What follows belongs to an exercise in optimizing a design on an open flow for small area, a short achievable clock period and few clock cycles per item; a production flow would make more cautious choices. Only simulation tests tie the RTL to the original design; equivalence was not proved.

== 10-17 ==
## dec_screen
module dec_screen (
    input  wire        clk,
    input  wire        rst,           
    input  wire        cfg_mode3,     
    input  wire [15:0] cfg_vol1,
    input  wire [15:0] cfg_vol2,
    input  wire [15:0] cfg_vol3,
    input  wire [15:0] cfg_vol4,
    input  wire [15:0] cfg_vol5,
    input  wire [15:0] cfg_vol6,
    input  wire [7:0]  cfg_werr,      
    input  wire [7:0]  cfg_w1,        
    input  wire [7:0]  cfg_w2,        
    input  wire        in_valid,
    output wire        in_ready,
    input  wire [15:0] in_cv,         
    input  wire [7:0]  in_gain,       
    input  wire [15:0] in_thr,        
    input  wire [1:0]  in_st,         
    input  wire        in_cr,         
    input  wire        in_sol,        
    input  wire        in_eol,        
    output reg         out_valid,
    input  wire        out_ready,
    output reg  [2:0]  out_level
);
export LEC_CHECK = 0
export ABC_AREA = 1
export CAP_MARGIN = 20
export CORE_MARGIN = 2
export CORE_UTILIZATION = 65
export CTS_BUF_LIST = sky130_fd_sc_hd__clkbuf_8
export PLACE_DENSITY = 0.75
export SETUP_SLACK_MARGIN = 2
export SLEW_MARGIN = 20
create_clock -name core_clock -period 100.0 [get_ports {clk}]
standard.sh (not shown) runs the stock make flow with config.mk's settings and CLKGATE_MAP_FILE= SYNTH_SCRIPT=/design/flow/synth_recipe.tcl, a recipe that flattens the netlist after the stock synthesis.
==> flow/flow/run.sh <==
#!/bin/bash
# The standard layout, with two changes:
#  - plain buffers (not delay buffers) on the ports;
#  - after the standard synthesis, flow/polarity.py removes inverters around
#    full adders (a full adder with all inputs and outputs inverted is the
#    same cell); every register, port and other cell is kept as synthesised.
set -euo pipefail
knobs=(BUFFER_PORTS_ARGS="-buffer_cell sky130_fd_sc_hd__buf_2")
res=orfs/results/${FLOW_PLATFORM:-sky130hd}/dec_screen/base
bash standard.sh "${knobs[@]}" synth > synth_flow.log 2>&1
cp "$res/1_2_yosys.v" "$res/1_2_yosys_std.v"
python3 flow/polarity.py "$res/1_2_yosys_std.v" "$res/1_2_yosys.v" > polarity.log 2>&1
rm -f "$res/1_synth.odb" "$res/1_synth.sdc"
bash standard.sh "${knobs[@]}" finish > layout_flow.log 2>&1
Other scripts of this flow, unchanged in this note and not shown: flow/flow/polarity.py
Testbench counts of 10-17, summed over its fixed seeds: cycles 31,525, items 31,469.
Changes in 08-09 relative to 10-17:
# 10-17
export LEC_CHECK = 0
export ABC_AREA = 1
export CAP_MARGIN = 20
export CORE_MARGIN = 2
export CORE_UTILIZATION = 65
export CTS_BUF_LIST = sky130_fd_sc_hd__clkbuf_8
export PLACE_DENSITY = 0.75
export SETUP_SLACK_MARGIN = 2
export SLEW_MARGIN = 20
create_clock -name core_clock -period 100.0 [get_ports {clk}]
# 08-09
export LEC_CHECK = 0
export ABC_AREA = 1
export CAP_MARGIN = 20
export CORE_MARGIN = 2
export CORE_UTILIZATION = 65
export PLACE_DENSITY = 0.75
export SETUP_SLACK_MARGIN = 2
export SLEW_MARGIN = 20
create_clock -name core_clock -period 100.0 [get_ports {clk}]
--- outcome ---
- Looking at the reports, 08-09 completed the entire flow and the layout it produced met the timing, design-rule and antenna checks.
- ~same overall via count from detail_route in 10-17 and 08-09
- Met1 layer usage reported by global route | 08-09 below 10-17

* * *

Setup of JK:
Starting RTL as in the previous note.
clock: 100.0 ns
lec_check: 0
abc_area: 1
cap_margin: 20
core_margin: 2
core_utilization: 65
place_density: 0.75
setup_slack_margin: 2
slew_margin: 20
run.sh (not shown) runs the stock make flow with config.mk's settings and CLKGATE_MAP_FILE= SYNTH_SCRIPT=/design/flow/synth_recipe.tcl, a recipe that flattens the netlist after the stock synthesis.
Stock flow here: none of the scripts above is used.
Testbench counts of JK, summed over its fixed seeds: cycles 31,525, items 31,469.
Input changes introduced in MS (baseline for comparison: JK):
==> flow/flow/run.sh (new file) <==
#!/bin/bash
# The standard layout, with plain buffers (not delay buffers) on the ports.
set -euo pipefail
bash standard.sh BUFFER_PORTS_ARGS="-buffer_cell sky130_fd_sc_hd__buf_2" finish > standard_flow.log 2>&1
==> flow/standard.sh (new file) <==
#!/bin/bash
# synth_recipe.tcl (not shown) runs the flow's synth.tcl, then flattens the netlist and writes it again
# the make line also repeats each setting of config.mk as NAME=value (left out here)
make -C /OpenROAD-flow-scripts/flow DESIGN_CONFIG=/design/flow/config.mk WORK_HOME=/design/flow/orfs CLKGATE_MAP_FILE= SYNTH_SCRIPT=/design/flow/synth_recipe.tcl "${@:-finish}"
removed: flow/run.sh
Notes after the runs:
- In summary, MS completed successfully, with a layout that passed the timing, design-rule and antenna checks.
- [compare] base=JK new=MS: placed instance area fell by about 1.3%, wire length of the first global-routing pass fell by 2300 µm, post-route worst setup slack rose by 0.39 ns, final area fell by about 1.4%.
- JK vs MS, critical-path cell with the highest stage delay: sky130_fd_sc_hd__clkdlybuf4s50_1 vs sky130_fd_sc_hd__edfxtp_1
- When MS is measured against JK, its share of cell area taken by flip-flops and latches turns out 0.24 points higher.

==> port drivers added, routing unchanged <==
Ports are ideal in the flow. The routed layouts listed here were re-timed in OpenROAD.
Step 1: set_driving_cell puts a clkbuf_16 on clk and a buf_2 on each other input, an assumption about the parent block.
Step 2 also shifts input and output timing later by t, the mid clock arrival at the registers, as if the neighbouring blocks saw the same clock.
Three values: no drivers, after step 1, after step 2; two values: the first two.
run	shift t [ns]	slack for setup (ns)	hold WS [ns]	slew at the worst register clock pin (ns)	worst slew at a driven data input, ns
10-17	0.765	78.798 / 78.736 / 78.973	0.314 / 0.314 / 0.314	0.09 / 0.09	0.04
08-09	0.726	78.849 / 78.775 / 78.968	0.325 / 0.325 / 0.325	0.07 / 0.07	0.04
JK	0.720	78.469 / 78.400 / 78.558	0.327 / 0.327 / 0.327	0.07 / 0.07	0.05
MS	0.719	78.854 / 78.781 / 78.912	0.327 / 0.327 / 0.327	0.08 / 0.08	0.04
After both steps every run listed still meets setup and hold.
